This is an optimization exercise on Yosys and OpenROAD, whose aim is small area, a short achievable clock period and few clock cycles per item, not a production implementation.
RTL that was checked went through simulation tests only; none was proved equivalent to the original.
For runs 2 and 3, only the layout was checked, not whether the RTL still works.

$ cat flow/run.sh
#!/bin/bash
# synth_recipe.tcl (not shown) runs the flow's synth.tcl, then flattens the netlist and writes it again
# the make line also repeats each setting of config.mk as NAME=value (left out here)
make -C /OpenROAD-flow-scripts/flow DESIGN_CONFIG=/design/flow/config.mk WORK_HOME=/design/flow/orfs CLKGATE_MAP_FILE= SYNTH_SCRIPT=/design/flow/synth_recipe.tcl finish
$ cat flow/config.mk
export PLATFORM = sky130hd
export DESIGN_NAME = rs544_decoder
export DESIGN_NICKNAME = rs544_decoder
export VERILOG_FILES = /design/flow/design.v
export SDC_FILE = /design/flow/constraint.sdc
export NUM_CORES = 4
export LEC_CHECK = 0
export CAP_MARGIN = 20
export CORE_MARGIN = 2
export CORE_UTILIZATION = 22
export PLACE_DENSITY = 0.35
export SLEW_MARGIN = 20
export SYNTH_MEMORY_MAX_BITS = 16384
$ cat flow/constraint.sdc
create_clock -name core_clock -period 12.0 [get_ports {clk}]
set_input_delay 2.4000 -clock core_clock [delete_from_list [all_inputs] [get_ports {clk}]]
set_output_delay 2.4000 -clock core_clock [all_outputs]
set_load 0.01 [all_outputs]
$ cat flow/design.v
module rs544_gf_inv (
    input  wire [4:0] a,
    output reg  [4:0] y
);
    always @(*) begin
        case (a)
            5'd0: y = 5'd0;
            5'd1: y = 5'd1;
            5'd2: y = 5'd18;
            5'd3: y = 5'd28;
            5'd4: y = 5'd9;
            5'd5: y = 5'd23;
            5'd6: y = 5'd14;
            5'd7: y = 5'd12;
            5'd8: y = 5'd22;
            5'd9: y = 5'd4;
            5'd10: y = 5'd25;
            5'd11: y = 5'd16;
            5'd12: y = 5'd7;
            5'd13: y = 5'd15;
            5'd14: y = 5'd6;
            5'd15: y = 5'd13;
            5'd16: y = 5'd11;
            5'd17: y = 5'd24;
            5'd18: y = 5'd2;
            5'd19: y = 5'd29;
            5'd20: y = 5'd30;
            5'd21: y = 5'd26;
            5'd22: y = 5'd8;
            5'd23: y = 5'd5;
            5'd24: y = 5'd17;
            5'd25: y = 5'd10;
            5'd26: y = 5'd21;
            5'd27: y = 5'd31;
            5'd28: y = 5'd3;
            5'd29: y = 5'd19;
            5'd30: y = 5'd20;
            5'd31: y = 5'd27;
            default: y = 5'd0;
        endcase
    end
endmodule
module rs544_decoder (
    input  wire       clk,
    input  wire       rst,
    input  wire       in_valid,
    input  wire [9:0] in_sym,
    output wire       in_ready,
    output wire       err_valid,
    output wire [9:0] err_pos,
    output wire [9:0] err_val,
    output wire       done,
    output wire       done_uncorr,
    output wire       done_marked,
    output wire [4:0] done_nerr
);
    function [9:0] gf_mul;
        input [9:0] a;
        input [9:0] b;
        reg   [19:0] p;
        integer i;
        begin
            p = 20'd0;
            for (i = 0; i < 10; i = i + 1)
                if (b[i]) p = p ^ ({10'd0, a} << i);
            for (i = 19; i >= 10; i = i - 1)
                if (p[i]) p = p ^ (20'h00409 << (i - 10));
            gf_mul = p[9:0];
        end
    endfunction
    function [4:0] gf5_mul;
        input [4:0] a;
        input [4:0] b;
        reg   [8:0] p;
        integer i;
        begin
            p = 9'd0;
            for (i = 0; i < 5; i = i + 1)
                if (b[i]) p = p ^ ({4'd0, a} << i);
            for (i = 8; i >= 5; i = i - 1)
                if (p[i]) p = p ^ (9'h025 << (i - 5));
            gf5_mul = p[4:0];
        end
    endfunction
    function [9:0] to_comp;
        input [9:0] x;
        begin
            to_comp[0] = ^(x & 10'h177);
            to_comp[1] = ^(x & 10'h188);
            to_comp[2] = ^(x & 10'h3e4);
            to_comp[3] = ^(x & 10'h2c0);
            to_comp[4] = ^(x & 10'h184);
            to_comp[5] = ^(x & 10'h0f0);
            to_comp[6] = ^(x & 10'h12a);
            to_comp[7] = ^(x & 10'h136);
            to_comp[8] = ^(x & 10'h070);
            to_comp[9] = ^(x & 10'h3bc);
        end
    endfunction
    function [9:0] from_comp;
        input [9:0] x;
        begin
            from_comp[0] = ^(x & 10'h06f);
            from_comp[1] = ^(x & 10'h05e);
            from_comp[2] = ^(x & 10'h22a);
            from_comp[3] = ^(x & 10'h238);
            from_comp[4] = ^(x & 10'h0d2);
            from_comp[5] = ^(x & 10'h13c);
            from_comp[6] = ^(x & 10'h0ee);
            from_comp[7] = ^(x & 10'h120);
            from_comp[8] = ^(x & 10'h31a);
            from_comp[9] = ^(x & 10'h1c6);
        end
    endfunction
    function [9:0] syn_step;
        input [4:0] idx;
        begin
            case (idx)
                5'd0: syn_step = 10'h001;
                5'd1: syn_step = 10'h002;
                5'd2: syn_step = 10'h004;
                5'd3: syn_step = 10'h008;
                5'd4: syn_step = 10'h010;
                5'd5: syn_step = 10'h020;
                5'd6: syn_step = 10'h040;
                5'd7: syn_step = 10'h080;
                5'd8: syn_step = 10'h100;
                5'd9: syn_step = 10'h200;
                5'd10: syn_step = 10'h009;
                5'd11: syn_step = 10'h012;
                5'd12: syn_step = 10'h024;
                5'd13: syn_step = 10'h048;
                5'd14: syn_step = 10'h090;
                5'd15: syn_step = 10'h120;
                5'd16: syn_step = 10'h240;
                5'd17: syn_step = 10'h089;
                5'd18: syn_step = 10'h112;
                5'd19: syn_step = 10'h224;
                5'd20: syn_step = 10'h041;
                5'd21: syn_step = 10'h082;
                5'd22: syn_step = 10'h104;
                5'd23: syn_step = 10'h208;
                5'd24: syn_step = 10'h019;
                5'd25: syn_step = 10'h032;
                5'd26: syn_step = 10'h064;
                5'd27: syn_step = 10'h0c8;
                5'd28: syn_step = 10'h190;
                5'd29: syn_step = 10'h320;
                default: syn_step = 10'h000;
            endcase
        end
    endfunction
    function [9:0] chien_step;
        input [4:0] idx;
        begin
            case (idx)
                5'd0: chien_step = 10'h001;
                5'd1: chien_step = 10'h204;
                5'd2: chien_step = 10'h102;
                5'd3: chien_step = 10'h081;
                5'd4: chien_step = 10'h244;
                5'd5: chien_step = 10'h122;
                5'd6: chien_step = 10'h091;
                5'd7: chien_step = 10'h24c;
                5'd8: chien_step = 10'h126;
                5'd9: chien_step = 10'h093;
                5'd10: chien_step = 10'h24d;
                5'd11: chien_step = 10'h322;
                5'd12: chien_step = 10'h191;
                5'd13: chien_step = 10'h2cc;
                5'd14: chien_step = 10'h166;
                5'd15: chien_step = 10'h0b3;
                default: chien_step = 10'h000;
            endcase
        end
    endfunction
    integer k;
    reg        rdy;
    reg        v1;
    reg  [9:0] d1;
    reg        first1, last1;
    reg  [9:0] icnt;
    reg        s1_full;
    localparam [1:0] S2_IDLE = 2'd0, S2_WAIT = 2'd1, S2_RUN = 2'd2, S2_DONE = 2'd3;
    reg  [1:0] s2st;
    wire       s2_cap = s1_full && (s2st == S2_IDLE);
    wire xfer = in_valid && rdy;
    assign in_ready = rdy;
    always @(posedge clk) begin
        d1     <= in_sym;
        first1 <= (icnt == 10'd0);
        last1  <= (icnt == 10'd543);
        if (rst) begin
            rdy     <= 1'b1;
            v1      <= 1'b0;
            icnt    <= 10'd0;
            s1_full <= 1'b0;
        end else begin
            v1 <= xfer;
            if (xfer) icnt <= (icnt == 10'd543) ? 10'd0 : icnt + 10'd1;
            if (xfer && icnt == 10'd543 && s2st != S2_IDLE) rdy <= 1'b0;
            else if (s2_cap) rdy <= 1'b1;
            if (v1 && last1) s1_full <= 1'b1;
            else if (s2_cap) s1_full <= 1'b0;
        end
    end
    reg  [9:0] syn [0:29];
    always @(posedge clk) begin
        if (v1)
            for (k = 0; k < 30; k = k + 1)
                syn[k] <= (first1 ? 10'd0 : gf_mul(syn[k], syn_step(k))) ^ d1;
    end
    reg  [3:0] ph;             
    reg  [5:0] pr;             
    reg  [4:0] rr;             
    reg  [9:0] sy  [0:29];
    reg  [19:0] lr [0:8];      
    reg  [19:0] br [0:8];      
    reg  [9:0] gam, dlt, acc, w, bprev, sa, sb;
    reg  [4:0] L;
    reg  [3:0] wk;
    reg        wv;
    reg        s0one;
    wire       s3_load;
    wire       bm     = (s2st == S2_RUN) && (pr < 6'd30);
    wire       first  = (s2st == S2_RUN) && (pr == 6'd0);
    wire       c0     = (ph == 4'd0);
    wire       c8     = (ph == 4'd8);
    wire [9:0] lam_h0 = first ? {9'd0, c0} : lr[0][9:0];
    wire [9:0] lam_h1 = first ? 10'd0      : lr[0][19:10];
    wire [9:0] b_h0   = first ? {9'd0, c0} : br[0][9:0];
    wire [9:0] b_h1   = first ? 10'd0      : br[0][19:10];
    wire [9:0] bp     = c0 ? 10'd0 : bprev;
    wire       cond   = bm && (dlt != 10'd0) && ({L, 1'b0} <= pr);
    wire [9:0] lam_n0 = gf_mul(gam, lam_h0) ^ gf_mul(dlt, bp);
    wire [9:0] lam_n1 = gf_mul(gam, lam_h1) ^ gf_mul(dlt, b_h0);
    wire       wsel   = wv && (ph == {1'b0, wk[3:1]});
    wire [9:0] b_n0   = bm ? (cond ? lam_h0 : bp)   : ((wsel && !wk[0]) ? w : b_h0);
    wire [9:0] b_n1   = bm ? (cond ? lam_h1 : b_h0) : ((wsel &&  wk[0]) ? w : b_h1);
    wire [9:0] p0     = gf_mul(lr[8][9:0], sa);
    wire [9:0] p1     = gf_mul(lr[8][19:10], sb);
    wire [9:0] res    = acc ^ p0 ^ p1;
    wire [6:0] ja = {2'b00, rr} - {2'b00, ph, 1'b0};
    wire [6:0] jb = ja - 7'd1;
    reg  [9:0] sa_n, sb_n;
    always @(*) begin
        sa_n = 10'd0;
        sb_n = 10'd0;
        for (k = 0; k < 30; k = k + 1) begin
            if (ja == k) sa_n = sy[k];
            if (jb == k) sb_n = sy[k];
        end
    end
    always @(posedge clk) begin
        for (k = 0; k < 8; k = k + 1) begin
            lr[k] <= lr[k+1];
            br[k] <= br[k+1];
        end
        lr[8] <= c8 ? 20'd0 : {lam_n1, lam_n0};
        br[8] <= c8 ? 20'd0 : {b_n1, b_n0};
        bprev <= b_h1;
        sa    <= sa_n;
        sb    <= sb_n;
        acc   <= c0 ? 10'd0 : res;
        if (s2_cap) begin
            for (k = 0; k < 30; k = k + 1) sy[k] <= syn[k];
            dlt   <= syn[0];
            s0one <= (syn[0] == 10'd1);
            gam   <= 10'd1;
            L     <= 5'd0;
            rr    <= 5'd1;
            pr    <= 6'd0;
            wv    <= 1'b0;
        end else if (s2st == S2_RUN && c8) begin
            pr <= pr + 6'd1;
            if (pr < 6'd29) begin
                if (cond) begin
                    gam <= dlt;
                    L   <= pr[4:0] + 5'd1 - L;
                end
                dlt <= res;
                rr  <= rr + 5'd1;
            end else if (pr == 6'd29) begin
                if (cond) L <= 5'd30 - L;
                gam <= 10'd1;
                dlt <= 10'd0;
                rr  <= 5'd0;
            end else begin
                w   <= res;
                wk  <= pr[3:0] - 4'd14;    
                wv  <= 1'b1;
                rr  <= rr + 5'd1;
            end
        end
    end
    always @(posedge clk) begin
        if (rst) begin
            ph   <= 4'd0;
            s2st <= S2_IDLE;
        end else begin
            ph <= c8 ? 4'd0 : ph + 4'd1;
            case (s2st)
                S2_IDLE: if (s2_cap) s2st <= c8 ? S2_RUN : S2_WAIT;
                S2_WAIT: if (c8) s2st <= S2_RUN;
                S2_RUN:  if (c8 && pr == 6'd44) s2st <= S2_DONE;
                S2_DONE: if (s3_load) s2st <= S2_IDLE;
            endcase
        end
    end
    localparam [1:0] S3_IDLE = 2'd0, S3_RUN = 2'd1, S3_DRAIN = 2'd2, S3_OUT = 2'd3;
    reg  [1:0] s3st;
    reg  [9:0] t [0:15];       
    reg  [9:0] u [0:14];       
    reg  [9:0] pcnt;           
    reg  [4:0] L3;
    reg        mk3;
    reg  [4:0] nf;
    reg  [1:0] dcnt;
    reg  [4:0] on;             
    reg        ocorr;
    reg  [3:0] oi;
    assign s3_load = (s2st == S2_DONE) && c0 && (s3st == S3_IDLE);
    reg  [9:0] lam_sum, lam_odd, om_sum;
    always @(*) begin
        lam_sum = 10'd0;
        lam_odd = 10'd0;
        om_sum  = 10'd0;
        for (k = 0; k < 16; k = k + 1) begin
            lam_sum = lam_sum ^ t[k];
            if (k % 2 == 1) lam_odd = lam_odd ^ t[k];
        end
        for (k = 0; k < 15; k = k + 1)
            om_sum = om_sum ^ u[k];
    end
    wire       root   = (lam_sum == 10'd0);
    wire       skip   = mk3 || L3[4] || (L3 == 5'd0);
    wire [4:0] nf_inc = nf + {4'd0, root};
    wire       stop   = skip || (nf_inc == L3) || (pcnt == 10'd0);
    reg        r1v;
    reg  [9:0] r1pos, r1lo, r1om;
    reg  [3:0] r1idx;
    reg        r2v;
    reg  [9:0] r2pos;
    reg  [3:0] r2idx;
    reg  [4:0] r2p1, r2p0, r2di;
    wire [9:0] ca = to_comp(r1lo);
    wire [9:0] co = to_comp(r1om);
    wire [4:0] a1 = ca[9:5], a0 = ca[4:0];
    wire [4:0] o1 = co[9:5], o0 = co[4:0];
    wire [4:0] dd = gf5_mul(a1, a1) ^ gf5_mul(a1, a0) ^ gf5_mul(a0, a0);
    wire [4:0] ddi;
    rs544_gf_inv u_inv (.a(dd), .y(ddi));
    wire [4:0] m1 = gf5_mul(o1, a1);
    wire [4:0] m0 = gf5_mul(o0, a0 ^ a1);
    wire [4:0] m2 = gf5_mul(o0 ^ o1, a0);
    wire [9:0] fval = from_comp({gf5_mul(r2p1, r2di), gf5_mul(r2p0, r2di)});
    reg  [9:0] e_pos [0:14];
    reg  [9:0] e_val [0:14];
    reg        o_ev, o_done, o_unc, o_mk;
    reg  [9:0] o_pos, o_val;
    reg  [4:0] o_nerr;
    always @(posedge clk) begin
        if (s3_load) begin
            for (k = 0; k < 8; k = k + 1) begin
                t[2*k]   <= lr[k][9:0];
                t[2*k+1] <= lr[k][19:10];
            end
            for (k = 0; k < 7; k = k + 1) begin
                u[2*k]   <= br[k][9:0];
                u[2*k+1] <= br[k][19:10];
            end
            u[14] <= w;
            pcnt  <= 10'd543;
            L3    <= L;
            mk3   <= s0one && (L == 5'd1) && (lr[0][9:0] == 10'd1) && (lr[0][19:10] == 10'h3df);
            nf    <= 5'd0;
        end else begin
            for (k = 0; k < 16; k = k + 1) t[k] <= gf_mul(t[k], chien_step(k));
            for (k = 0; k < 15; k = k + 1) u[k] <= gf_mul(u[k], chien_step(k));
            if (s3st == S3_RUN) begin
                pcnt <= pcnt - 10'd1;
                if (!skip) nf <= nf_inc;
            end
        end
        r1pos <= pcnt;
        r1lo  <= lam_odd;
        r1om  <= om_sum;
        r1idx <= nf[3:0];
        r2pos <= r1pos;
        r2idx <= r1idx;
        r2p1  <= m2 ^ m0;
        r2p0  <= m0 ^ m1;
        r2di  <= ddi;
        if (r2v) begin
            e_pos[r2idx] <= r2pos;
            e_val[r2idx] <= fval;
        end
        o_pos <= e_pos[oi];
        o_val <= e_val[oi];
    end
    always @(posedge clk) begin
        if (rst) begin
            s3st   <= S3_IDLE;
            r1v    <= 1'b0;
            r2v    <= 1'b0;
            o_ev   <= 1'b0;
            o_done <= 1'b0;
        end else begin
            r1v    <= (s3st == S3_RUN) && !skip && root;
            r2v    <= r1v;
            o_ev   <= 1'b0;
            o_done <= 1'b0;
            case (s3st)
                S3_IDLE: if (s3_load) s3st <= S3_RUN;
                S3_RUN: if (stop) begin
                    on    <= skip ? 5'd0 : nf_inc;
                    ocorr <= !mk3 && !L3[4] && (skip || nf_inc == L3);
                    o_mk  <= mk3;
                    dcnt  <= 2'd0;
                    oi    <= 4'd0;
                    s3st  <= S3_DRAIN;
                end
                S3_DRAIN: begin
                    dcnt <= dcnt + 2'd1;
                    if (dcnt == 2'd1) s3st <= S3_OUT;
                end
                S3_OUT: begin
                    if (ocorr && on != 5'd0) begin
                        o_ev <= 1'b1;
                        oi   <= oi + 4'd1;
                        if ({1'b0, oi} == on - 5'd1) begin
                            o_done <= 1'b1;
                            s3st   <= S3_IDLE;
                        end
                    end else begin
                        o_done <= 1'b1;
                        s3st   <= S3_IDLE;
                    end
                    o_unc  <= !ocorr && !o_mk;
                    o_nerr <= ocorr ? on : 5'd0;
                end
            endcase
        end
    end
    assign err_valid   = o_ev;
    assign err_pos     = o_pos;
    assign err_val     = o_val;
    assign done        = o_done;
    assign done_uncorr = o_unc;
    assign done_marked = o_mk;
    assign done_nerr   = o_nerr;
endmodule
==> results of run 1 <==
-- metrics by stage --
| step | hold slack, ps | utilization | cells |
|---|---|---|---|
| floorplan | 310 | - | 7791 |
| global placement | 312 | 0.238 | 12700 |
| detailed placement | 312 | 0.238 | 12700 |
| CTS | 256 | 0.257 | 13100 |
| global route | 266 | 0.257 | 13100 |
| finish | 267 | 0.257 | 13100 |
-- worst max-delay path by stage --
stage	slack [ps]	end	from
after floorplan	2080	s0one$_DFFE_PP_	s2st[0]$_SDFFE_PP0P_
after global placement	6990	on[0]$_SDFFCE_PP0P_	t[15][6]$_DFF_P_
after detailed placement	6880	on[3]$_SDFFCE_PP0P_	t[15][6]$_DFF_P_
after CTS	6930	sa[5]$_DFF_P_	ph[0]$_SDFF_PP0_
after global routing	6500	sb[5]$_DFF_P_	ph[0]$_SDFF_PP0_
final	6610	sb[5]$_DFF_P_	ph[0]$_SDFF_PP0_
-- kinds of logic after synthesis --
family	synth area share
flops	0.544
fa+ha+maj	0.00847
buf+inv	0.0222
xor+xnor	0.213
mux	0.0401
compound gates	0.0580
simple gates	0.115
-- worst max-delay path: stages, from the launching register on --
cell and delay, ps:
dfxtp_1 480, ha_4 190, inv_1 50, fa_1 480
buf_4 420, inv_1 440, nor2_1 750, o311ai_1 210
buf_4 230, o21ai_0 350, nand3_1 270, a221oi_1 890
o21a_1 320, o21ai_0 100
-- sequential cells by signal, summed over array words and instances (netlist names), 150 cells and up --
signal and cells:
syn 300, u 150, lr 180, e_val 150, t 160, sy 300
br 180, e_pos 150
-- layout make-up --
| type | instances | area [um^2] | share of cell area |
|---|---|---|---|
| multi-input combinational | 5469 | 37300 | 0.375 |
| inverter | 75 | 297 | 0.00299 |
| timing repair buffer | 176 | 1440 | 0.0145 |
| tap | 5175 | 6470 | 0.0652 |
| antenna | 4 | 10.0 | 0.000101 |
| clock inverter | 106 | 1070 | 0.0108 |
| clock buffer | 295 | 6260 | 0.0631 |
| sequential | 1822 | 46500 | 0.468 |
-- cell usage after synthesis (8+ instances only) --
cell type,count,share of area
nor3_1,59,0.0035
a21o_1,10,0.00088
and3_1,18,0.0013
nand2_1,1287,0.057
o21a_1,10,0.00088
nor4_1,24,0.0018
a221oi_1,21,0.0022
xor2_1,683,0.070
a21oi_1,158,0.0093
nor2b_1,17,0.0012
buf_1,38,0.0017
o22a_1,13,0.0013
mux2_2,33,0.0044
o211ai_1,15,0.0013
xnor3_1,18,0.0047
xnor2_1,1332,0.14
inv_1,72,0.0032
and2_1,40,0.0029
mux2i_1,107,0.013
nand3_1,74,0.0043
edfxtp_1,995,0.35
nand4_1,24,0.0018
o32ai_1,8,0.00082
a22oi_1,38,0.0033
a31oi_1,30,0.0022
o221ai_1,17,0.0017
a211oi_1,48,0.0042
nand3b_1,10,0.00088
clkbuf_1,379,0.017
nor2_1,689,0.030
ha_1,53,0.0078
or3_1,11,0.00081
a221o_1,15,0.0018
o21ai_0,224,0.013
dfxtp_1,827,0.19
o31ai_1,43,0.0038
o22ai_1,59,0.0043
mux4_2,88,0.023
nand2b_1,84,0.0062
-- metal layers --
metal  vias to the layer above  global-route usage  part of all wire
li1                      26200                   -                 -
met1                     27800               0.198              0.47
met2                      1291               0.236              0.47
met3                       394              0.0169             0.039
met4                         4              0.0376             0.026
met5                         -                   0          0.000094
==> metrics.md, run 1 <==
| Metric | Value |
|---|---|
| Final min period | `5390 ps` |
| Clock transition at the registers of the reported paths | `60 ps` |
| Sink Count | `1822` |
| Required @ worst endpoint | `12730 ps` |
| Die Width | `627 um` |
| Via density | `4.24` |
| Die Ht | `627 um` |
| Reg2Reg Depth | `13` |
| Hold worst-path end | `br[7][16]$_DFF_P_` |
| CTS tree | `built` |
| Synthesized instance count | `7791` |
| Layout Area Growth over Synthesis | `16.2%` |
| Final period util | `0.449` |
| Post-Route Setup TNS | `0 ps` |
| Most common cell after layout, fill and taps aside | `xnor2_1` |
| Crit path DAT | `6120 ps` |
| EDFF count, synth | `995` |
| Max_slew headroom | `0.220` |
| Max-Cap Viols | `0` |
| Vias in the first global route | `56900` |
| Area after DPL | `0.0919 mm^2` |
| Worst Skew | `98.9 ps` |
| Synth warn | `8` |
| Sequential share of the synthesized area | `0.544` |
| RSZ-0062 raised after global routing | `no` |
| Initial drt markers | `4335` |
| Hold path cells | `0` |
| CP Class | `reg -> reg` |
| Overflow after GRT | `0` |
| Port buffer count | `42` |
| Final ANT Viol Nets | `0` |
| Hold WC Path Type | `reg -> reg` |
| Layout Nets | `7828` |
| Final setup viols | `0` |
| Post-CTS setup buffer count | `0` |
| Largest net degree at the start of global routing | `148` |
| Num CTS Buffers | `216` |
| Max-slew violations | `0` |
| Final Cell Area | `0.0993 mm^2` |
| First-pass GRT wire length | `418 mm` |
| CTS Hold Buffers Added | `0` |
| Top-Level Pins | `43` |
| Post-DP HPWL | `191 mm` |
| 1st-pass router iterations | `6` |
| CP max FO | `35` |
| Yosys cell types | `87` |
| Initial Util | `0.221` |
| Most frequent cells in the layout | `xnor2_1 (1331), nand2_1 (1287), edfxtp_1 (995)` |
| Fill cells | `40500` |
| CORE AREA | `0.386 mm^2` |
| Synth Area per Inst | `11.0 um^2` |
| Max Root-Sink Buffers | `4` |
| Netlist Area Pre-Place | `0.0854 mm^2` |
| Clk root buf | `clkbuf_16` |
| R2r startpoint | `ph[0]$_SDFF_PP0_` |
| Async set-reset flop share out of synthesis | `0` |
| Layout cell share with drive strength beyond 1 | `0.0847` |
| Synthesized Nets | `7859` |
| H-tree lvl count | `4` |
| Tot GR Track Use | `0.143` |
| R2R Setup Slk | `6610 ps` |
| Worst slack, placed | `6880 ps` |
| FP Rows | `228` |
| Residual DRC count | `0` |
| Clock latency on the worst-skew pair | `930 ps` |
| Vias | `55700` |
| Worst setup SP type | `register` |
| Hold path startpoint | `br[8][16]$_SDFF_PP0_` |
| Status | `no timing/DRC/antenna violations` |
| Resize count post-CTS | `0` |
| Yosys reg bits | `1822` |
| Top FF cell, synth | `edfxtp_1` |
| Routed len/inst | `21.9 um` |
| Gpl congestion | `0.907` |
| Final worst slack | `6610 ps` |
| Fmax | `0.186 GHz` |
| Die area | `0.393 mm^2` |
| Reg2Reg Capture Point | `sb[5]$_DFF_P_` |
| Worst Tran Pin Value | `1170 ps` |
| Routed WL | `287 mm` |
| Final Hold Fails | `0` |
| Setup crit end kind | `register` |
| Initial antenna violation count | `8` |
Testbench counts, summed over its fixed seeds: cycles 75,547, codewords 128.
==> inputs of run 2 (changes only) <==
--- a/flow/design.v
+++ b/flow/design.v
@@ -222,9 +222,10 @@
     reg        wv;
     reg        s0one;
-    wire       s3_load;
+    reg        s3_load;
+    reg  [1:0] s3st;
     wire       bm     = (s2st == S2_RUN) && (pr < 6'd30);
-    wire       first  = (s2st == S2_RUN) && (pr == 6'd0);
-    wire       c0     = (ph == 4'd0);
-    wire       c8     = (ph == 4'd8);
+    reg        first;          
+    reg        c0, c8;         
+    reg  [6:0] ja, jb;         
     wire [9:0] lam_h0 = first ? {9'd0, c0} : lr[0][9:0];
     wire [9:0] lam_h1 = first ? 10'd0      : lr[0][19:10];
@@ -241,6 +242,10 @@
     wire [9:0] p1     = gf_mul(lr[8][19:10], sb);
     wire [9:0] res    = acc ^ p0 ^ p1;
-    wire [6:0] ja = {2'b00, rr} - {2'b00, ph, 1'b0};
-    wire [6:0] jb = ja - 7'd1;
+    reg  [4:0] rr_n;
+    always @(*) begin
+        rr_n = rr;
+        if (s2_cap) rr_n = 5'd1;
+        else if (s2st == S2_RUN && c8) rr_n = (pr == 6'd29) ? 5'd0 : rr + 5'd1;
+    end
     reg  [9:0] sa_n, sb_n;
     always @(*) begin
@@ -263,4 +268,7 @@
         sb    <= sb_n;
         acc   <= c0 ? 10'd0 : res;
+        rr <= rr_n;
+        ja <= c8 ? {2'b00, rr_n} : ja - 7'd2;
+        jb <= c8 ? {2'b00, rr_n} - 7'd1 : jb - 7'd2;
         if (s2_cap) begin
             for (k = 0; k < 30; k = k + 1) sy[k] <= syn[k];
@@ -269,5 +277,4 @@
             gam   <= 10'd1;
             L     <= 5'd0;
-            rr    <= 5'd1;
             pr    <= 6'd0;
             wv    <= 1'b0;
@@ -280,15 +287,12 @@
                 end
                 dlt <= res;
-                rr  <= rr + 5'd1;
             end else if (pr == 6'd29) begin
                 if (cond) L <= 5'd30 - L;
                 gam <= 10'd1;
                 dlt <= 10'd0;
-                rr  <= 5'd0;
             end else begin
                 w   <= res;
                 wk  <= pr[3:0] - 4'd14;    
                 wv  <= 1'b1;
-                rr  <= rr + 5'd1;
             end
         end
@@ -296,8 +300,18 @@
     always @(posedge clk) begin
         if (rst) begin
-            ph   <= 4'd0;
-            s2st <= S2_IDLE;
+            ph    <= 4'd0;
+            c0    <= 1'b1;
+            c8    <= 1'b0;
+            first <= 1'b0;
+            s2st  <= S2_IDLE;
+            s3_load <= 1'b0;
         end else begin
             ph <= c8 ? 4'd0 : ph + 4'd1;
+            c0 <= c8;
+            c8 <= (ph == 4'd7);
+            if ((s2st == S2_IDLE && s2_cap && c8) || (s2st == S2_WAIT && c8)) first <= 1'b1;
+            else if (c8) first <= 1'b0;
+            s3_load <= c8 && !s3_load && (s3st == S3_IDLE) &&
+                       (s2st == S2_DONE || (s2st == S2_RUN && pr == 6'd44));
             case (s2st)
                 S2_IDLE: if (s2_cap) s2st <= c8 ? S2_RUN : S2_WAIT;
@@ -309,5 +323,4 @@
     end
     localparam [1:0] S3_IDLE = 2'd0, S3_RUN = 2'd1, S3_DRAIN = 2'd2, S3_OUT = 2'd3;
-    reg  [1:0] s3st;
     reg  [9:0] t [0:15];       
     reg  [9:0] u [0:14];       
@@ -316,9 +329,8 @@
     reg        mk3;
     reg  [4:0] nf;
-    reg  [1:0] dcnt;
+    reg        r1v;
     reg  [4:0] on;             
     reg        ocorr;
     reg  [3:0] oi;
-    assign s3_load = (s2st == S2_DONE) && c0 && (s3st == S3_IDLE);
     reg  [9:0] lam_sum, lam_odd, om_sum;
     always @(*) begin
@@ -333,17 +345,16 @@
             om_sum = om_sum ^ u[k];
     end
+    reg        ev;             
+    reg        r1last;
     wire       root   = (lam_sum == 10'd0);
     wire       skip   = mk3 || L3[4] || (L3 == 5'd0);
-    wire [4:0] nf_inc = nf + {4'd0, root};
-    wire       stop   = skip || (nf_inc == L3) || (pcnt == 10'd0);
-    reg        r1v;
+    wire [4:0] nf_inc = nf + {4'd0, r1v};
+    wire       stop   = skip || (nf_inc == L3) || r1last;
     reg  [9:0] r1pos, r1lo, r1om;
-    reg  [3:0] r1idx;
     reg        r2v;
     reg  [9:0] r2pos;
-    reg  [3:0] r2idx;
     reg  [4:0] r2p1, r2p0, r2di;
-    wire [9:0] ca = to_comp(r1lo);
-    wire [9:0] co = to_comp(r1om);
+    wire [9:0] ca = r1lo;
+    wire [9:0] co = r1om;
     wire [4:0] a1 = ca[9:5], a0 = ca[4:0];
     wire [4:0] o1 = co[9:5], o0 = co[4:0];
@@ -354,7 +365,9 @@
     wire [4:0] m0 = gf5_mul(o0, a0 ^ a1);
     wire [4:0] m2 = gf5_mul(o0 ^ o1, a0);
+    assign     e_shift = r2v || ((s3st == S3_OUT) && ocorr && (on != 5'd0));
     wire [9:0] fval = from_comp({gf5_mul(r2p1, r2di), gf5_mul(r2p0, r2di)});
     reg  [9:0] e_pos [0:14];
     reg  [9:0] e_val [0:14];
+    wire       e_shift;
     reg        o_ev, o_done, o_unc, o_mk;
     reg  [9:0] o_pos, o_val;
@@ -378,24 +391,24 @@
             for (k = 0; k < 16; k = k + 1) t[k] <= gf_mul(t[k], chien_step(k));
             for (k = 0; k < 15; k = k + 1) u[k] <= gf_mul(u[k], chien_step(k));
-            if (s3st == S3_RUN) begin
-                pcnt <= pcnt - 10'd1;
-                if (!skip) nf <= nf_inc;
-            end
+            pcnt <= pcnt - 10'd1;
+            if (s3st == S3_RUN) nf <= nf_inc;
         end
         r1pos <= pcnt;
-        r1lo  <= lam_odd;
-        r1om  <= om_sum;
-        r1idx <= nf[3:0];
+        r1lo  <= to_comp(lam_odd);
+        r1om  <= to_comp(om_sum);
         r2pos <= r1pos;
-        r2idx <= r1idx;
         r2p1  <= m2 ^ m0;
         r2p0  <= m0 ^ m1;
         r2di  <= ddi;
-        if (r2v) begin
-            e_pos[r2idx] <= r2pos;
-            e_val[r2idx] <= fval;
+        if (e_shift) begin
+            e_pos[0] <= r2pos;
+            e_val[0] <= fval;
+            for (k = 1; k < 15; k = k + 1) begin
+                e_pos[k] <= e_pos[k-1];
+                e_val[k] <= e_val[k-1];
+            end
         end
-        o_pos <= e_pos[oi];
-        o_val <= e_val[oi];
+        o_pos <= e_pos[14];
+        o_val <= e_val[14];
     end
     always @(posedge clk) begin
@@ -403,9 +416,13 @@
             s3st   <= S3_IDLE;
             r1v    <= 1'b0;
+            r1last <= 1'b0;
+            ev     <= 1'b0;
             r2v    <= 1'b0;
             o_ev   <= 1'b0;
             o_done <= 1'b0;
         end else begin
-            r1v    <= (s3st == S3_RUN) && !skip && root;
+            r1v    <= ev && !skip && root;
+            r1last <= ev && (pcnt == 10'd0);
+            ev     <= s3_load || (ev && (s3st == S3_RUN) && !stop && (pcnt != 10'd0));
             r2v    <= r1v;
             o_ev   <= 1'b0;
@@ -417,17 +434,13 @@
                     ocorr <= !mk3 && !L3[4] && (skip || nf_inc == L3);
                     o_mk  <= mk3;
-                    dcnt  <= 2'd0;
                     oi    <= 4'd0;
                     s3st  <= S3_DRAIN;
                 end
-                S3_DRAIN: begin
-                    dcnt <= dcnt + 2'd1;
-                    if (dcnt == 2'd1) s3st <= S3_OUT;
-                end
+                S3_DRAIN: s3st <= S3_OUT;
                 S3_OUT: begin
                     if (ocorr && on != 5'd0) begin
-                        o_ev <= 1'b1;
+                        o_ev <= ({1'b0, oi} >= 5'd15 - on);
                         oi   <= oi + 4'd1;
-                        if ({1'b0, oi} == on - 5'd1) begin
+                        if (oi == 4'd14) begin
                             o_done <= 1'b1;
                             s3st   <= S3_IDLE;
--- a/flow/config.mk
+++ b/flow/config.mk
@@ -8,6 +8,6 @@
 export CAP_MARGIN = 20
 export CORE_MARGIN = 2
-export CORE_UTILIZATION = 22
-export PLACE_DENSITY = 0.35
+export CORE_UTILIZATION = 50
+export PLACE_DENSITY = 0.65
 export SLEW_MARGIN = 20
 export SYNTH_MEMORY_MAX_BITS = 16384
==> run 2 against run 1 <==
  * Register-to-register slack gained 1400 ps
  * Highest routed layer unchanged
  * Still clean
  * Critical endpoint is now in_ready
  * Largest cell class unchanged
  * Synthesized area down 2.0%
==> metrics.md, run 2 <==
| Metric | Value |
|---|---|
| Status | `no timing/DRC/antenna violations` |
| Resize count post-CTS | `0` |
| CP max FO | `4` |
| Die Ht | `413 um` |
| Final period util | `0.346` |
| Met2 wire len | `106 mm` |
| Met3 WL | `12.4 mm` |
| Fmax | `0.241 GHz` |
| Post-DP HPWL | `149 mm` |
| Fill cells | `14000` |
| Gpl congestion | `0.978` |
| Critical path cell sequence | `clkdlybuf4s50_1` |
| Initial antenna violation count | `5` |
| R2r startpoint | `ja[0]$_DFFE_PP_` |
| Largest net degree at the start of global routing | `214` |
| Most frequent cells in the layout | `xnor2_1 (1286), nand2_1 (1051), edfxtp_1 (995)` |
| Async set-reset flop share out of synthesis | `0` |
| Post-Route Setup TNS | `0 ps` |
| Port buffer count | `42` |
| Initial drt markers | `5320` |
| Post-CTS setup buffer count | `0` |
| Final Hold Fails | `0` |
| Setup crit end kind | `primary output` |
| Top-Level Pins | `43` |
| Worst Skew | `43.3 ps` |
| Vias in the first global route | `51500` |
| Hold WC Path Type | `reg -> reg` |
| Worst Path Buf+Inv | `1` |
| Max-slew violations | `0` |
| WL met1 | `94.2 mm` |
| Vias | `52900` |
| Die area | `0.171 mm^2` |
| Num CTS Buffers | `183` |
| Top layer in use | `met5` |
| Clock transition at the registers of the reported paths | `60 ps` |
| Netlist Area Pre-Place | `0.0837 mm^2` |
| Layout Nets | `7307` |
| Crit-path slowest cell | `clkdlybuf4s50_1` |
| Residual DRC count | `0` |
| Sequential share of the synthesized area | `0.557` |
| CTS tree | `built` |
| Sink Count | `1832` |
| FP Rows | `150` |
| CP Class | `reg -> out` |
| Max_slew headroom | `0.209` |
| Most common cell after layout, fill and taps aside | `xnor2_1` |
| Die Width | `413 um` |
| Biggest regs | `sy (300), syn (300)` |
| Yosys reg bits | `1832` |
| Routed len/inst | `23.0 um` |
| Crit path DAT | `1750 ps` |
| Hold path startpoint | `br[7][10]$_DFF_P_` |
| Routed WL | `221 mm` |
| Post-synth top area share | `0.357` |
| Synth Area per Inst | `11.4 um^2` |
| Final ANT Viol Nets | `0` |
| Synth top area cells | `edfxtp_1 (36%), dfxtp_1 (20%), xnor2_1 (13%)` |
| Clock latency on the worst-skew pair | `830 ps` |
| Top FF cell, synth | `edfxtp_1` |
| Synth top cells by count | `xnor2_1 (1287), nand2_1 (1051), edfxtp_1 (995)` |
| Hold WS | `320 ps` |
| H-tree lvl count | `4` |
| Antenna fix cells | `0` |
| Yosys cell types | `94` |
| Worst setup SP type | `register` |
| Crit. Startpoint | `rdy$_SDFFE_PP1P_` |
| Kind of cell adding the most delay to the critical path | `buffers and inverters` |
| Final setup viols | `0` |
| EDFF count, synth | `995` |
| Area of the multi-input gates | `0.0352 mm^2` |
| Worst slack, placed | `7380 ps` |
| Initial Util | `0.502` |
| Final min period | `4150 ps` |
| 1st-pass router iterations | `8` |
| First-pass GRT wire length | `329 mm` |
| Required @ worst endpoint | `9600 ps` |
| Max-Cap Viols | `0` |
| Synthesized instance count | `7348` |
| CORE AREA | `0.167 mm^2` |
| RSZ-0062 raised after global routing | `no` |
| CTS Hold Buffers Added | `0` |
| Synth warn | `10` |
| Clk root buf | `clkbuf_16` |
| Max Root-Sink Buffers | `3` |
| Post-layout util | `0.554` |
| Final worst slack | `7850 ps` |
| Most frequent cell after synthesis | `xnor2_1` |
| Layout cell share with drive strength beyond 1 | `0.0826` |
| FF/Latch Area | `0.0467 mm^2` |
| Synthesized Nets | `7414` |
| Layout Area Growth over Synthesis | `10.3%` |
| Cell taking the most area after synthesis | `edfxtp_1` |
| Tot GR Track Use | `0.255` |
| Via density | `5.51` |
| Overflow after GRT | `0` |
| Critical Path Max Stage Delay | `560 ps` |
| Worst Tran Pin Value | `1180 ps` |
==> run 2: logic make-up after synthesis <==
family          share of synthesized area
flops                               0.557
simple gates                       0.0965
buf+inv                            0.0225
mux                                0.0398
xor+xnor                            0.219
compound gates                     0.0573
fa+ha+maj                         0.00801
==> run 2: path summary, 6_finish.rpt <==
| path | end | slack [ps] | cells after the start |
|---|---|---|---|
| worst min-delay path | br[6][10]$_DFF_P_ | 320 | 0 |
| worst min register to register | br[6][10]$_DFF_P_ | 320 | 0 |
| worst max-delay path | in_ready | 7850 | 1 |
| worst max register to register | sa[1]$_DFF_P_ | 8000 | 10 |
==> run 2: metal layers <==
| layer | vias up | GRT usage |
|---|---|---|
| li1 | 24500 | - |
| met1 | 26100 | 0.342 |
| met2 | 1863 | 0.421 |
| met3 | 436 | 0.0363 |
| met4 | 6 | 0.0935 |
| met5 | - | 0 |
==> run 2: area by class of cell <==
type                    count  share of cell area
clock buffers             260              0.0574
clock inverters            82              0.0114
inverters                  61             0.00258
multi-input cells        5045               0.382
flip-flops and latches   1832               0.506
well taps                2204              0.0299
repair buffers            118              0.0111
==> run 2: through the flow <==
step                instance area [um^2]  instances
finish                             92300       9602
global route                       92300       9602
CTS                                92300       9602
detailed placement                 85900       9260
global placement                   85900       9260
floorplan                          83700       7348
==> inputs of run 3 (changes only) <==
--- a/flow/config.mk
+++ b/flow/config.mk
@@ -6,4 +6,5 @@
 export NUM_CORES = 4
 export LEC_CHECK = 0
+export ABC_AREA = 1
 export CAP_MARGIN = 20
 export CORE_MARGIN = 2
==> run 3 against run 2 <==
  * Still clean
  * Design area grew 1.7%
  * Non-clock buffer count shrank 35
  * Die area grew 1.4%
  * Setup slack lost 3.6 ps
  * Sequential cell count is the same
  * Sequential share of layout area shrank 0.89 points
  * Critical endpoint is now done_marked
  * Largest cell class unchanged
==> metrics.md, run 3 <==
| Metric | Value |
|---|---|
| Layout Nets | `8598` |
| Initial Util | `0.502` |
| Async set-reset flop share out of synthesis | `0` |
| Initial drt markers | `4754` |
| Final min period | `4160 ps` |
| R2r startpoint | `ja[4]$_DFF_P_` |
| Reg2Reg Capture Point | `sa[9]$_DFF_P_` |
| CTS tree | `built` |
| Clock transition at the registers of the reported paths | `70 ps` |
| Num CTS Buffers | `188` |
| FP Rows | `151` |
| Synth top area cells | `edfxtp_1 (35%), dfxtp_1 (20%), xnor2_1 (11%)` |
| Vias in the first global route | `55200` |
| Largest net degree at the start of global routing | `216` |
| Cell taking the most area after synthesis | `edfxtp_1` |
| Max-Cap Viols | `0` |
| Crit-path slowest cell | `clkdlybuf4s50_1` |
| Hold WC Path Type | `reg -> reg` |
| Synthesized Nets | `8636` |
| Critical path cell sequence | `clkdlybuf4s50_1` |
| Post-synth top area share | `0.352` |
| Largest family of logic cells by synthesized area | `XOR/XNOR gates` |
| Final setup viols | `0` |
| Sequential share of the synthesized area | `0.549` |
| Synthesized instance count | `8570` |
| Final ANT Viol Nets | `0` |
| Setup crit end kind | `primary output` |
| CTS Hold Buffers Added | `0` |
| Die Ht | `416 um` |
| Top FF cell, synth | `edfxtp_1` |
| Mux contribution to synthesized area | `0.00118` |
| CP Class | `reg -> out` |
| Max Root-Sink Buffers | `3` |
| Worst Path Buf+Inv | `1` |
| Synth top cells by count | `nand2_1 (1988), xnor2_1 (1032), edfxtp_1 (995)` |
| H-tree lvl count | `4` |
| Post-Synth Simple-Gate Area | `0.151` |
| Die Width | `416 um` |
| Post-CTS setup buffer count | `0` |
| Top-Level Pins | `43` |
| Fmax | `0.241 GHz` |
| Tot GR Track Use | `0.248` |
| Netlist Area Pre-Place | `0.0849 mm^2` |
| R2R Setup Slk | `8200 ps` |
| Final Cell Area | `0.0938 mm^2` |
| Gpl congestion | `0.954` |
| Crit. Startpoint | `o_mk$_DFFE_PP_` |
| Worst Tran Pin Value | `1110 ps` |
| CORE AREA | `0.169 mm^2` |
| Critical Path Max Stage Delay | `550 ps` |
| Resize count post-CTS | `0` |
| Reg2Reg Depth | `16` |
| Worst setup SP type | `register` |
| Clock latency on the worst-skew pair | `850 ps` |
| Adder-Cell Fraction of Synth Area | `0.00790` |
| XOR/XNOR Fraction of Synth Area | `0.209` |
| EDFF count, synth | `995` |
| Max_slew headroom | `0.258` |
| Routed len/inst | `20.0 um` |
| Routed WL | `219 mm` |
| Max-slew violations | `0` |
| First-pass GRT wire length | `331 mm` |
| Final Hold Fails | `0` |
| Status | `no timing/DRC/antenna violations` |
| Area after DPL | `0.0873 mm^2` |
| Post-DP HPWL | `153 mm` |
| Clk root buf | `clkbuf_16` |
| Synth Area per Inst | `9.90 um^2` |
| Die area | `0.173 mm^2` |
| Most common cell after layout, fill and taps aside | `nand2_1` |
| Worst Skew | `50.4 ps` |
| Layout Area Growth over Synthesis | `10.6%` |
| Synth Area in Compound Gates | `0.0449` |
| Yosys cell types | `50` |
| Overflow after GRT | `0` |
| Post-Route Setup TNS | `0 ps` |
| Kind of cell adding the most delay to the critical path | `buffers and inverters` |
| Via density | `5.23` |
| Most frequent cell after synthesis | `nand2_1` |
| Yosys reg bits | `1832` |
| Most frequent cells in the layout | `nand2_1 (1988), xnor2_1 (1032), edfxtp_1 (995)` |
| Final period util | `0.346` |
| Layout cell share with drive strength beyond 1 | `0.0631` |
| Crit path DAT | `1760 ps` |
| Initial antenna violation count | `2` |
| RSZ-0062 raised after global routing | `no` |
| WP depth | `1` |
| Port buffer count | `42` |
| 1st-pass router iterations | `6` |
| Synth warn | `10` |
| Vias | `57100` |
| Biggest regs | `sy (300), syn (300)` |
| Residual DRC count | `0` |
| CP max FO | `2` |
| Required @ worst endpoint | `9600 ps` |
| Sink Count | `1832` |
| Worst Setup EP | `done_marked` |
==> run 3: per-stage QoR <==
step,instances,hold WS [ps],util,worst slack [ps]
floorplan,8570,310,-,2050
global placement,10600,310,0.516,7960
detailed placement,10600,312,0.516,7990
CTS,10900,316,0.555,7770
global route,10900,313,0.555,7780
finish,10900,322,0.555,7840
==> run 3: layout make-up <==
| cell class | count | area (um^2) |
|---|---|---|
| fillers | 14500 | 75200 |
| flip-flops and latches | 1832 | 46600 |
| multi-input cells | 5917 | 35100 |
| clock buffers | 256 | 5340 |
| well taps | 2218 | 2780 |
| inverters | 510 | 1930 |
| clock inverters | 101 | 1240 |
| repair buffers | 83 | 766 |
| diodes | 1 | 2.50 |
==> run 3: how the worst min path moves through the flow <==
stage | from | endpoint | slack, ps | cells after the start
after floorplan | br[7][0]$_DFF_P_ | br[6][0]$_DFF_P_ | 310 | 0
after global routing | br[8][1]$_SDFF_PP0_ | br[7][1]$_DFF_P_ | 310 | 0
after CTS | br[8][1]$_SDFF_PP0_ | br[7][1]$_DFF_P_ | 320 | 0
after global placement | br[8][7]$_SDFF_PP0_ | br[7][7]$_DFF_P_ | 310 | 0
after detailed placement | r1pos[8]$_DFF_P_ | r2pos[8]$_DFF_P_ | 310 | 0
final | br[8][1]$_SDFF_PP0_ | br[7][1]$_DFF_P_ | 320 | 0
==> run 3: routing by layer <==
layer  GRT usage  up-vias  share of wire  wire length, um
met5           0        -              0                0
met3      0.0315      447          0.049            10800
met1       0.328    27500           0.43            94100
li1            -    27500              -                -
met4      0.0940        0          0.037             8110
met2       0.416     1688           0.48           106000
==> run 3: cells by family (layout without fill, tap and decap cells) <==
family / after synthesis / in the layout
xor+xnor: 2021 / 2021
buf+inv: 821 / 950
fa+ha+maj: 53 / 53
simple gates: 3125 / 3125
mux: 10 / 10
flops: 1832 / 1832
other cells: 0 / 1
compound gates: 708 / 708
==> inputs of run 4 (changes only) <==
--- a/flow/design.v
+++ b/flow/design.v
@@ -156,19 +156,19 @@
             case (idx)
                 5'd0: chien_step = 10'h001;
-                5'd1: chien_step = 10'h204;
-                5'd2: chien_step = 10'h102;
-                5'd3: chien_step = 10'h081;
-                5'd4: chien_step = 10'h244;
-                5'd5: chien_step = 10'h122;
-                5'd6: chien_step = 10'h091;
-                5'd7: chien_step = 10'h24c;
-                5'd8: chien_step = 10'h126;
-                5'd9: chien_step = 10'h093;
-                5'd10: chien_step = 10'h24d;
-                5'd11: chien_step = 10'h322;
-                5'd12: chien_step = 10'h191;
-                5'd13: chien_step = 10'h2cc;
-                5'd14: chien_step = 10'h166;
-                5'd15: chien_step = 10'h0b3;
+                5'd1: chien_step = 10'h002;
+                5'd2: chien_step = 10'h004;
+                5'd3: chien_step = 10'h008;
+                5'd4: chien_step = 10'h010;
+                5'd5: chien_step = 10'h020;
+                5'd6: chien_step = 10'h040;
+                5'd7: chien_step = 10'h080;
+                5'd8: chien_step = 10'h100;
+                5'd9: chien_step = 10'h200;
+                5'd10: chien_step = 10'h009;
+                5'd11: chien_step = 10'h012;
+                5'd12: chien_step = 10'h024;
+                5'd13: chien_step = 10'h048;
+                5'd14: chien_step = 10'h090;
+                5'd15: chien_step = 10'h120;
                 default: chien_step = 10'h000;
             endcase
@@ -323,6 +323,6 @@
     end
     localparam [1:0] S3_IDLE = 2'd0, S3_RUN = 2'd1, S3_DRAIN = 2'd2, S3_OUT = 2'd3;
-    reg  [9:0] t [0:15];       
-    reg  [9:0] u [0:14];       
+    reg  [9:0] t [0:15];
+    reg  [9:0] u [0:14];
     reg  [9:0] pcnt;           
     reg  [4:0] L3;
@@ -340,5 +340,5 @@
         for (k = 0; k < 16; k = k + 1) begin
             lam_sum = lam_sum ^ t[k];
-            if (k % 2 == 1) lam_odd = lam_odd ^ t[k];
+            if (k % 2 == 0) lam_odd = lam_odd ^ t[k];
         end
         for (k = 0; k < 15; k = k + 1)
@@ -376,12 +376,12 @@
         if (s3_load) begin
             for (k = 0; k < 8; k = k + 1) begin
-                t[2*k]   <= lr[k][9:0];
-                t[2*k+1] <= lr[k][19:10];
+                t[15-2*k] <= lr[k][9:0];
+                t[14-2*k] <= lr[k][19:10];
             end
             for (k = 0; k < 7; k = k + 1) begin
-                u[2*k]   <= br[k][9:0];
-                u[2*k+1] <= br[k][19:10];
+                u[14-2*k] <= br[k][9:0];
+                u[13-2*k] <= br[k][19:10];
             end
-            u[14] <= w;
+            u[0] <= w;
             pcnt  <= 10'd543;
             L3    <= L;
@@ -390,5 +390,5 @@
         end else begin
             for (k = 0; k < 16; k = k + 1) t[k] <= gf_mul(t[k], chien_step(k));
-            for (k = 0; k < 15; k = k + 1) u[k] <= gf_mul(u[k], chien_step(k));
+            for (k = 0; k < 15; k = k + 1) u[k] <= gf_mul(u[k], chien_step(k+1));
             pcnt <= pcnt - 10'd1;
             if (s3st == S3_RUN) nf <= nf_inc;
==> flow/flow/run.sh (new file) <==
#!/bin/bash
# Standard layout, with plain buffers (not delay cells) on the ports.
set -euo pipefail
export BUFFER_PORTS_ARGS="-buffer_cell sky130_fd_sc_hd__buf_4"
bash standard.sh > standard_flow.log 2>&1
==> flow/standard.sh (new file) <==
#!/bin/bash
# synth_recipe.tcl (not shown) runs the flow's synth.tcl, then flattens the netlist and writes it again
# the make line also repeats each setting of config.mk as NAME=value (left out here)
make -C /OpenROAD-flow-scripts/flow DESIGN_CONFIG=/design/flow/config.mk WORK_HOME=/design/flow/orfs CLKGATE_MAP_FILE= SYNTH_SCRIPT=/design/flow/synth_recipe.tcl "${@:-finish}"
--- a/flow/config.mk
+++ b/flow/config.mk
@@ -6,5 +6,4 @@
 export NUM_CORES = 4
 export LEC_CHECK = 0
-export ABC_AREA = 1
 export CAP_MARGIN = 20
 export CORE_MARGIN = 2
removed: flow/run.sh
==> run 4 against run 3 <==
  * Still clean
  * Sequential share of layout area grew 0.63 points
  * Die area shrank 1.4%
  * Fmax up 6.8%
  * Synthesized cell count decreased by 13%
  * Global-route usage is 0.86 points higher
  * Worst hold slack barely moved
  * Clock skew is 7.9 ps higher
  * Synthesized area shrank 1.4%
  * Core utilization is 0.20 points lower
  * Design area decreased by 1.8%
  * Largest cell class unchanged
  * Highest routed layer is now met5
==> metrics.md, run 4 <==
| Metric | Value |
|---|---|
| Status | `no timing/DRC/antenna violations` |
| Adder-Cell Fraction of Synth Area | `0.00816` |
| Async set-reset flop share out of synthesis | `0` |
| Crit-path slowest cell | `nand2b_1` |
| Synth Area per Inst | `11.2 um^2` |
| Netlist Area Pre-Place | `0.0837 mm^2` |
| Final period util | `0.324` |
| Crit path DAT | `4650 ps` |
| Post-DP HPWL | `150 mm` |
| Initial antenna violation count | `3` |
| CTS Hold Buffers Added | `0` |
| Clock transition at the registers of the reported paths | `70 ps` |
| Hold WC Path Type | `reg -> reg` |
| Largest net degree at the start of global routing | `245` |
| Synth top area cells | `edfxtp_1 (35%), dfxtp_1 (21%), xnor2_1 (15%)` |
| Critical Path Most Common Cell | `a22o_1` |
| H-tree lvl count | `4` |
| Biggest regs | `sy (300), syn (300)` |
| Layout cell share with drive strength beyond 1 | `0.0843` |
| Kind of cell adding the most delay to the critical path | `compound AO/OA/AOI/OAI gates` |
| RSZ-0062 raised after global routing | `no` |
| First-pass GRT wire length | `331 mm` |
| Critical Path Max Stage Delay | `850 ps` |
| Cells after DPL | `9338` |
| Top-Level Pins | `43` |
| Port buffer count | `42` |
| WP depth | `8` |
| Tot GR Track Use | `0.257` |
| Die area | `0.171 mm^2` |
| Via density | `5.51` |
| Synth warn | `10` |
| Overflow after GRT | `0` |
| Worst setup SP type | `register` |
| Die Width | `413 um` |
| Max_slew headroom | `0.240` |
| Layout Area Growth over Synthesis | `10.1%` |
| XOR/XNOR Fraction of Synth Area | `0.219` |
| Residual DRC count | `0` |
| Most frequent cells in the layout | `xnor2_1 (1404), nand2_1 (1079), edfxtp_1 (966)` |
| Cell taking the most area after synthesis | `edfxtp_1` |
| Resize count post-CTS | `0` |
| Layout Cells excl Fill | `9692` |
| Layout Nets | `7389` |
| Yosys reg bits | `1832` |
| Post-Route Setup TNS | `0 ps` |
| Post-CTS setup buffer count | `0` |
| Critical path cell sequence | `buf_4 > nand2b_1 > o32ai_1 > a22o_1 > a211oi_1 > o22ai_1 > a22o_1 > a21oi_1` |
| CP max FO | `58` |
| Top FF cell, synth | `edfxtp_1` |
| Synthesized Nets | `7523` |
| Clock latency on the worst-skew pair | `860 ps` |
| Gpl congestion | `0.985` |
| Worst Tran Pin Value | `1130 ps` |
| Max-Cap Viols | `0` |
| Initial Util | `0.502` |
| Final min period | `3890 ps` |
| Worst Skew | `58.3 ps` |
| Max Root-Sink Buffers | `3` |
| Die Ht | `413 um` |
| Post-synth top area share | `0.347` |
| Mux contribution to synthesized area | `0.0380` |
| Num CTS Buffers | `186` |
| FP Rows | `150` |
| Synth top cells by count | `xnor2_1 (1405), nand2_1 (1079), edfxtp_1 (966)` |
| Required @ worst endpoint | `12760 ps` |
| Max-slew violations | `0` |
| Antenna fix cells | `0` |
| Most frequent cell after synthesis | `xnor2_1` |
| Worst Path Buf+Inv | `1` |
| Yosys cell types | `91` |
| Post-layout util | `0.553` |
| 1st-pass router iterations | `6` |
| Most common cell after layout, fill and taps aside | `xnor2_1` |
| Setup crit end kind | `register` |
| Post-Synth Simple-Gate Area | `0.0996` |
| Final Cell Area | `0.0922 mm^2` |
| CTS tree | `built` |
| Initial drt markers | `5416` |
| Routed len/inst | `22.9 um` |
| Hold path cells | `0` |
| Final Hold Fails | `0` |
| Routed WL | `222 mm` |
| Clk root buf | `clkbuf_16` |
| Reg2Reg Depth | `8` |
| Fill cells | `14000` |
| Synth Area in Compound Gates | `0.0585` |
| Sequential share of the synthesized area | `0.554` |
| CP Class | `reg -> reg` |
| Final ANT Viol Nets | `0` |
| CORE AREA | `0.167 mm^2` |
| Final setup viols | `0` |
| Largest family of logic cells by synthesized area | `XOR/XNOR gates` |
| Synthesized instance count | `7456` |
| Sink Count | `1832` |
| EDFF count, synth | `966` |
| Area after DPL | `0.0857 mm^2` |
| Vias in the first global route | `52000` |
| Vias | `53400` |
| Fmax | `0.257 GHz` |
==> run 4: metrics by stage <==
stage	hold WS (ps)	setup WS [ps]
final	321	8110
after global routing	316	7800
after CTS	312	8060
after detailed placement	312	8140
after global placement	310	8240
after floorplan	310	1810
==> run 4: path summary, 6_finish.rpt <==
| path | from | end | slack, ps |
|---|---|---|---|
| max | jb[1]$_DFF_P_ | sb[8]$_DFF_P_ | 8110 |
| max reg2reg | jb[1]$_DFF_P_ | sb[8]$_DFF_P_ | 8110 |
| min | br[7][17]$_DFF_P_ | br[6][17]$_DFF_P_ | 320 |
| min reg2reg | br[7][17]$_DFF_P_ | br[6][17]$_DFF_P_ | 320 |
==> run 4: cell type report <==
type / instances / area, um^2 / share of cell area
timing repair buffer: 108 / 861 / 0.00934
multi-input combinational: 5125 / 35400 / 0.385
inverter: 69 / 267 / 0.00289
clock inverter: 116 / 1370 / 0.0148
sequential: 1832 / 46400 / 0.503
clock buffer: 238 / 5080 / 0.0551
tap: 2204 / 2760 / 0.0299
==> run 4: cells by family after synthesis <==
kind of cell | Yosys count
AO/OA/AOI/OAI | 788
XOR/XNOR | 2045
buffers and inverters | 499
multiplexers | 270
flip-flops | 1832
adder cells (fa/ha/maj) | 54
AND/OR/NAND/NOR | 1968
==> run 4: worst reg2reg max path, cell delays in order, from the launching register on <==
cell and delay (ps):
dfxtp_4 820, buf_4 790, nand2b_1 870, o32ai_1 190, a22o_1 260, a211oi_1 310, o22ai_1 200, a22o_1 250
a21oi_1 150
==> run 4: routing by layer <==
layer / up-vias / global-route usage / wire, um
li1: 24700 / - / -
met1: 26000 / 0.350 / 95300
met2: 2085 / 0.407 / 102000
met3: 524 / 0.0424 / 15200
met4: 4 / 0.106 / 9170
met5: - / 0 / 27
Testbench counts of run 4, summed over its fixed seeds: cycles 75,564, codewords 128.
==> inputs of run 5 (changes only) <==
==> flow/run.sh (new file) <==
#!/bin/bash
# synth_recipe.tcl (not shown) runs the flow's synth.tcl, then flattens the netlist and writes it again
# the make line also repeats each setting of config.mk as NAME=value (left out here)
make -C /OpenROAD-flow-scripts/flow DESIGN_CONFIG=/design/flow/config.mk WORK_HOME=/design/flow/orfs CLKGATE_MAP_FILE= SYNTH_SCRIPT=/design/flow/synth_recipe.tcl finish
removed: flow/flow/run.sh
removed: flow/standard.sh
==> run 5 against run 4 <==
  * Setup slack worse by 330 ps
  * Largest cell class unchanged
  * Critical path depth down 7
  * Via count down 0.73%
  * Clock-buffer cell count up 3
  * Critical endpoint is now in_ready
  * Core utilization up 0.058 points
  * Synthesized cell count unchanged
  * Worst hold slack worse by 12 ps
  * First-iteration DRC count down 2.6%
  * Highest routed layer is now met4
  * Sequential share of layout area about the same
  * Routed wire length down 1.0%
==> metrics.md, run 5 <==
| Metric | Value |
|---|---|
| Worst Path Buf+Inv | `1` |
| Overflow after GRT | `0` |
| Crit path DAT | `1820 ps` |
| Vias in the first global route | `51900` |
| Synth Area per Inst | `11.2 um^2` |
| Setup crit end kind | `primary output` |
| Routed WL | `219 mm` |
| Kind of cell adding the most delay to the critical path | `buffers and inverters` |
| Clock latency on the worst-skew pair | `850 ps` |
| Critical Path Max Stage Delay | `570 ps` |
| Port buffer count | `42` |
| Tot GR Track Use | `0.255` |
| Worst setup SP type | `register` |
| Synthesized instance count | `7456` |
| Layout cell share with drive strength beyond 1 | `0.0788` |
| Status | `no timing/DRC/antenna violations` |
| Num CTS Buffers | `184` |
| Final period util | `0.352` |
| Initial antenna violation count | `0` |
| Final ANT Viol Nets | `0` |
| Synthesized Nets | `7523` |
| CTS tree | `built` |
| Async set-reset flop share out of synthesis | `0` |
| Worst Tran Pin Value | `1240 ps` |
| CP max FO | `3` |
| First-pass GRT wire length | `330 mm` |
| Worst slack, placed | `7790 ps` |
| Synth warn | `10` |
| Clk root buf | `clkbuf_16` |
| Max-Cap Viols | `0` |
| Synth top area cells | `edfxtp_1 (35%), dfxtp_1 (21%), xnor2_1 (15%)` |
| Routed len/inst | `22.6 um` |
| EDFF count, synth | `966` |
| Post-layout util | `0.554` |
| Biggest regs | `sy (300), syn (300)` |
| Layout Nets | `7396` |
| Resize count post-CTS | `0` |
| Residual DRC count | `0` |
| Final Hold Fails | `0` |
| Gpl congestion | `0.983` |
| Most frequent cell after synthesis | `xnor2_1` |
| Post-DP HPWL | `149 mm` |
| Top-Level Pins | `43` |
| Netlist Area Pre-Place | `0.0837 mm^2` |
| Max Root-Sink Buffers | `3` |
| Final worst slack | `7780 ps` |
| RSZ-0062 raised after global routing | `no` |
| 1st-pass router iterations | `6` |
| Vias | `53000` |
| Most common cell after layout, fill and taps aside | `xnor2_1` |
| Sequential share of the synthesized area | `0.554` |
| Yosys reg bits | `1832` |
| Clock transition at the registers of the reported paths | `60 ps` |
| Top FF cell, synth | `edfxtp_1` |
| Worst Skew | `60.1 ps` |
| Post-CTS setup buffer count | `0` |
| Crit-path slowest cell | `clkdlybuf4s50_1` |
| Required @ worst endpoint | `9600 ps` |
| Max-slew violations | `0` |
| Hold WC Path Type | `reg -> reg` |
| FP Rows | `150` |
| Critical path cell sequence | `clkdlybuf4s50_1` |
| Final Cell Area | `0.0923 mm^2` |
| Largest net degree at the start of global routing | `245` |
| Antenna fix cells | `0` |
| Area after DPL | `0.0859 mm^2` |
| Initial Util | `0.502` |
| Die Ht | `413 um` |
| Cell taking the most area after synthesis | `edfxtp_1` |
| Post-synth top area share | `0.347` |
| Synth top cells by count | `xnor2_1 (1405), nand2_1 (1079), edfxtp_1 (966)` |
| Post-Route Setup TNS | `0 ps` |
| Final min period | `4220 ps` |
| Final setup viols | `0` |
| Layout Area Growth over Synthesis | `10.2%` |
| Max_slew headroom | `0.151` |
| Sink Count | `1832` |
| CTS Hold Buffers Added | `0` |
| Initial drt markers | `5274` |
| Via density | `5.47` |
| Die area | `0.171 mm^2` |
| Yosys cell types | `91` |
| CORE AREA | `0.167 mm^2` |
| Fmax | `0.237 GHz` |
| Die Width | `413 um` |
| H-tree lvl count | `4` |
| Most frequent cells in the layout | `xnor2_1 (1404), nand2_1 (1079), edfxtp_1 (966)` |
| CP Class | `reg -> out` |
run 5: logic make-up (layout without fill, tap and decap cells):
kind of cell    count (synthesis)  count (layout)  share of synthesized area
flops                        1832            1832                      0.554
buf+inv                       499             533                     0.0234
simple gates                 1968            1968                     0.0996
xor+xnor                     2045            2045                      0.219
fa+ha+maj                      54              54                    0.00816
mux                           270             270                     0.0380
compound gates                788             788                     0.0585
run 5: worst paths after layout:
| path | from | endpoint | slack (ps) | depth (start not counted) |
|---|---|---|---|---|
| worst min-delay path | br[7][18]$_DFF_P_ | br[6][18]$_DFF_P_ | 310 | 0 |
| worst min register to register | br[7][18]$_DFF_P_ | br[6][18]$_DFF_P_ | 310 | 0 |
| worst max register to register | s2st[0]$_SDFFE_PP0P_ | sy[15][8]$_DFFE_PP_ | 7970 | 6 |
| worst max-delay path | rdy$_SDFFE_PP1P_ | in_ready | 7780 | 1 |
run 5: layout make-up:
class	instances	area [um^2]
inverter	69	267
sequential	1832	46400
tap	2204	2760
timing repair buffer	117	1060
multi-input combinational	5125	35400
clock buffer	241	5150
fill	14000	74400
clock inverter	106	1190
run 5: through the flow:
| stage | hold WS [ps] | std cells |
|---|---|---|
| detailed placement | 312 | 9346 |
| finish | 309 | 9694 |
| floorplan | 310 | 7456 |
| global placement | 310 | 9346 |
| global route | 311 | 9694 |
| CTS | 300 | 9693 |
run 5: metal layers:
| metal | wire [um] | GRT usage | share of wire |
|---|---|---|---|
| met2 | 103000 | 0.414 | 0.47 |
| met3 | 12800 | 0.0405 | 0.058 |
| met4 | 9180 | 0.106 | 0.042 |
| met1 | 94300 | 0.340 | 0.43 |
| met5 | 0 | 0 | 0 |

[port drivers added, routing unchanged]
No port has a modelled driver above. Below, the same layouts with a new extraction and two added sets of constraints.
Step 1 assumes that a clkbuf_16 drives the clock port and a buf_2 every other input.
Step 2 times the ports against the registers' clock, not the clock port: input delays grow and output delays shrink by t, the midpoint of the rising clock arrivals with the driver on.
a / b / c = ideal ports / drivers / drivers and shift; a / b = the first two.
| run | shift t [ns] | setup slack, ns | latest minus earliest clock arrival (ns) |
|---|---|---|---|
| run 1 | 0.986 | 6.614 / 6.614 / 6.614 | 0.109 / 0.109 |
| run 2 | 0.891 | 7.847 / 7.769 / 7.398 | 0.045 / 0.045 |
| run 3 | 0.909 | 7.843 / 7.759 / 7.989 | 0.053 / 0.053 |
| run 4 | 0.909 | 8.106 / 8.064 / 8.106 | 0.064 / 0.064 |
| run 5 | 0.907 | 7.776 / 7.697 / 7.810 | 0.066 / 0.066 |
After both steps every run listed still meets setup and hold. For run 2, which loses most, drivers alone change the setup slack by -0.078 ns; drivers and shift together by -0.449 ns.
